This design comes from an exercise in tuning for a short achievable clock period and few clock cycles per item on the open sky130 flow, not from production work. In this exercise RTL edits were held to simulation tests only and were not proved equivalent to the original. Power and IR drop assume default switching activity.

==> flow/design.v (excerpt) <==
module galley_decoder (
    input  wire        clk,
    input  wire        rst,
    input  wire        start,
    input  wire [1:0]  exp_ratio,
    input  wire [12:0] exp_len,
    output wire        busy,
    input  wire        in_valid,
    input  wire [31:0] in_data,
    output wire        in_ready,
    output wire        wr_en,
    output wire [11:0] wr_addr,
    output wire [7:0]  wr_data,
    output wire        rd_en,
    output wire [11:0] rd_addr,
    input  wire [7:0]  rd_data,
    output reg         done,
    output reg         ok,
    output reg  [2:0]  fail_check,
    output reg  [12:0] len_out
);
    localparam LF = 6;                
    localparam F  = 1 << LF;
    localparam [7:0] P_IDLE  = 8'b00000001,
                     P_HDR0  = 8'b00000010,
                     P_HDR1  = 8'b00000100,
                     P_CHK   = 8'b00001000,
                     P_RUN   = 8'b00010000,
                     P_PAD   = 8'b00100000,
                     P_DRAIN = 8'b01000000,
                     P_FIN   = 8'b10000000;
    localparam [1:0] K_LITHEAD = 2'd0,    
                     K_LITBYTE = 2'd1,    
                     K_MATCH   = 2'd2,    
                     K_BAD     = 2'd3;    
    reg        busy_r;
    reg [7:0]  pstate;
    reg [1:0]  ratio;
    reg [12:0] elen;
    reg [9:0]  nw_m1;             
    assign busy = busy_r;
    wire accept = start && pstate[0];     
    reg [9:0] nw_m1_in;
    always @(*) begin
        case (exp_ratio)
            2'd1:    nw_m1_in = 10'd511;
            2'd2:    nw_m1_in = 10'd767;
            default: nw_m1_in = 10'd895;
        endcase
    end
    wire st_idle  = pstate[0];
    wire st_hdr0  = pstate[1];
    wire st_hdr1  = pstate[2];
    wire st_chk   = pstate[3];
    wire st_run   = pstate[4];
    wire st_pad   = pstate[5];
    wire st_drain = pstate[6];
    wire st_fin   = pstate[7];
    reg        in_ready_r;
    reg        more;              
    reg [9:0]  wcnt;
    reg        ir_v;
    reg        ir_trl;
    reg        ir_zero;
    reg [31:0] ir_w;
  ...
Size: roughly 8,400 cells after synthesis, roughly 110 I/O pins, ~130,000 sq um of cells after synthesis.
clock: 8.0 ns
lec_check: 0
cap_margin: 20
core_margin: 2
core_utilization: 40
place_density: 0.6
setup_slack_margin: 5
slew_margin: 20
tns_end_percent: 100
run.sh (not shown) runs the stock make flow with config.mk's settings and CLKGATE_MAP_FILE= SYNTH_SCRIPT=/design/flow/synth_recipe.tcl, a recipe that flattens the netlist after the stock synthesis.
Testbench counts at the start, summed over its fixed seeds: cycles 276,464, galleys 72.
Next try:
--- a/flow/design.v
+++ b/flow/design.v
@@ -57,40 +57,41 @@
     wire st_drain = pstate[6];
     wire st_fin   = pstate[7];
     reg        in_ready_r;
     reg        more;              
     reg [9:0]  wcnt;
     reg        ir_v;
     reg        ir_trl;
-    reg        ir_zero;
+    reg        ir_push;           
     reg [31:0] ir_w;
     assign in_ready = in_ready_r;
     reg        rdy;               
     wire take_in = in_valid && rdy;
     wire wlast   = (wcnt == nw_m1);
     reg [33:0]  fmem [0:F-1];
     reg [F-1:0] ft;               
     wire        f_ne = ft[0];
     reg [9:0]   zacc;             
+    reg         zacc_nz;          
     reg [9:0]   zmem [0:3];
     reg [1:0]   zwp, zrp;
     reg [2:0]   zcnt;
-    wire fpush = ir_v && (!ir_zero || ir_trl);
+    wire fpush = ir_push;         
     wire [33:0] fhead = fmem[0];
     reg [33:0] pf0, pf1;
     reg [1:0]  pf_cnt;
     integer fi;
-    wire zpush = fpush && (zacc != 10'd0);
+    wire zpush = fpush && zacc_nz;
     reg        h_v;
     reg        h_trl;
     reg        h_zcnz;
     reg [9:0]  h_zc;
     reg [31:0] h_w;
     wire        h_wavail = h_v && (h_zcnz || !h_trl);
-    wire [31:0] h_word   = h_zcnz ? 32'd0 : h_w;
+    reg  [31:0] h_word;           
     reg [7:0] q [0:7];
     reg [7:0] qv;
     reg [31:0] hw0, hw1;
     reg [12:0] len;
     reg        a_lit;             
     reg [6:0]  a_litcnt;          
     reg        a_stop;
@@ -265,24 +266,23 @@
         w_d        <= w_sel;
         rd_en_r    <= !rst && !halt && (s_act || (c_avail && ch[23]));
         rd_addr_r  <= s_act ? s_src : ch[11:0];
     end
     integer k;
     always @(posedge clk) begin
         ir_w    <= in_data;
-        ir_zero <= (in_data == 32'd0);
         ir_trl  <= wlast;
         for (fi = 0; fi < F; fi = fi + 1) begin
             if (fpop) begin
                 if (fpush && ft[fi] && (fi == F - 1 || !ft[(fi + 1) % F]))
-                    fmem[fi] <= {ir_trl, (zacc != 10'd0), ir_w};
+                    fmem[fi] <= {ir_trl, zacc_nz, ir_w};
                 else if (fi < F - 1)
                     fmem[fi] <= fmem[(fi + 1) % F];
             end else if (fpush && !ft[fi] && (fi == 0 || ft[(fi + F - 1) % F])) begin
-                fmem[fi] <= {ir_trl, (zacc != 10'd0), ir_w};
+                fmem[fi] <= {ir_trl, zacc_nz, ir_w};
             end
         end
         if (zpush)
             zmem[zwp] <= zacc;
         if (fpop && !h_load) begin
             if (pf_cnt == 2'd0)
                 pf0 <= fhead;
@@ -296,18 +296,21 @@
             end else begin
                 pf0 <= pf1;
                 pf1 <= fhead;
             end
         end
         if (h_load) begin
             {h_trl, h_zcnz, h_w} <= pf0;
+            h_word <= pf0[32] ? 32'd0 : pf0[31:0];
             h_zc <= zmem[zrp];
         end else if (!h_pop && w_take && h_zcnz) begin
             h_zc   <= h_zc - 10'd1;
             h_zcnz <= (h_zc != 10'd1);
+            if (h_zc == 10'd1)
+                h_word <= h_w;
         end
         for (k = 0; k < 8; k = k + 1)
             q[k] <= qc3 ? vq[k + 3] : qc2 ? vq[k + 2] : qc1 ? vq[k + 1] : vq[k];
         if (a_tokgo && t_lit)
             a_litcnt <= q0[6:0];
         if (a_lb)
             a_litcnt <= a_litcnt - 7'd1;
@@ -362,14 +365,16 @@
     always @(posedge clk) begin
         if (rst) begin
             pstate     <= P_IDLE;
             more       <= 1'b0;
             ir_v       <= 1'b0;
             ft         <= {F{1'b0}};
             zacc       <= 10'd0;
+            zacc_nz    <= 1'b0;
+            ir_push    <= 1'b0;
             zcnt       <= 3'd0;
             zwp        <= 2'd0;
             zrp        <= 2'd0;
             pf_cnt     <= 2'd0;
             h_v        <= 1'b0;
             qv         <= 8'd0;
             b_v        <= 1'b0;
@@ -379,20 +384,22 @@
             halt       <= 1'b0;
             s_act      <= 1'b0;
             r_v        <= 1'b0;
             m_v        <= 1'b0;
             lv         <= 1'b0;
         end else begin
             ir_v    <= take_in;
+            ir_push <= take_in && ((in_data != 32'd0) || wlast);
             if (take_in) begin
                 wcnt    <= wcnt + 10'd1;
                 if (wlast)
                     more <= 1'b0;
             end
             if (ir_v) begin
+                zacc_nz <= !fpush;
                 if (fpush) begin
                     zacc <= 10'd0;
                 end else begin
                     zacc <= zacc + 10'd1;
                 end
             end
             if (zpush)
The changed run completed without violations.
Total power climbs by 0.84%.
Final cell count rises by 0.60%.
Combinational power rises by about 5%.
Fmax rose by 0.55%.
Setup slack improved by 0.016 ns.
Testbench counts after the change, summed over its fixed seeds: cycles 276,464, galleys 72.

## what the ideal ports hide
How much do the figures lean on ideal ports? The routed layouts below were timed once more, with nothing changed but the port constraints.
Step 1 sets driving cells, clkbuf_16 on the clock port and buf_2 on the other inputs (assumed; they add their load-dependent delay and slew).
Step 2, shift: input delay + t, output delay - t, t = (earliest + latest rising clock arrival at the registers) / 2. This alone moves slack from input paths to output paths.
Three values: ideal, step 1, step 2; two values: the first two.
run | shift t [ns] | slack for setup (ns) | hold WS [ns] | worst setup path after step 2
the first run | 0.978 | 5.044 / 4.946 / 4.287 | 0.326 / 0.326 / 0.326 | input to register
the second run | 0.956 | 5.061 / 4.960 / 4.210 | 0.325 / 0.325 / 0.325 | input to register
After both steps setup and hold are still met in every run listed. The setup slack of the second run, which loses most, moves by -0.101 ns with the drivers and by -0.851 ns with both steps.
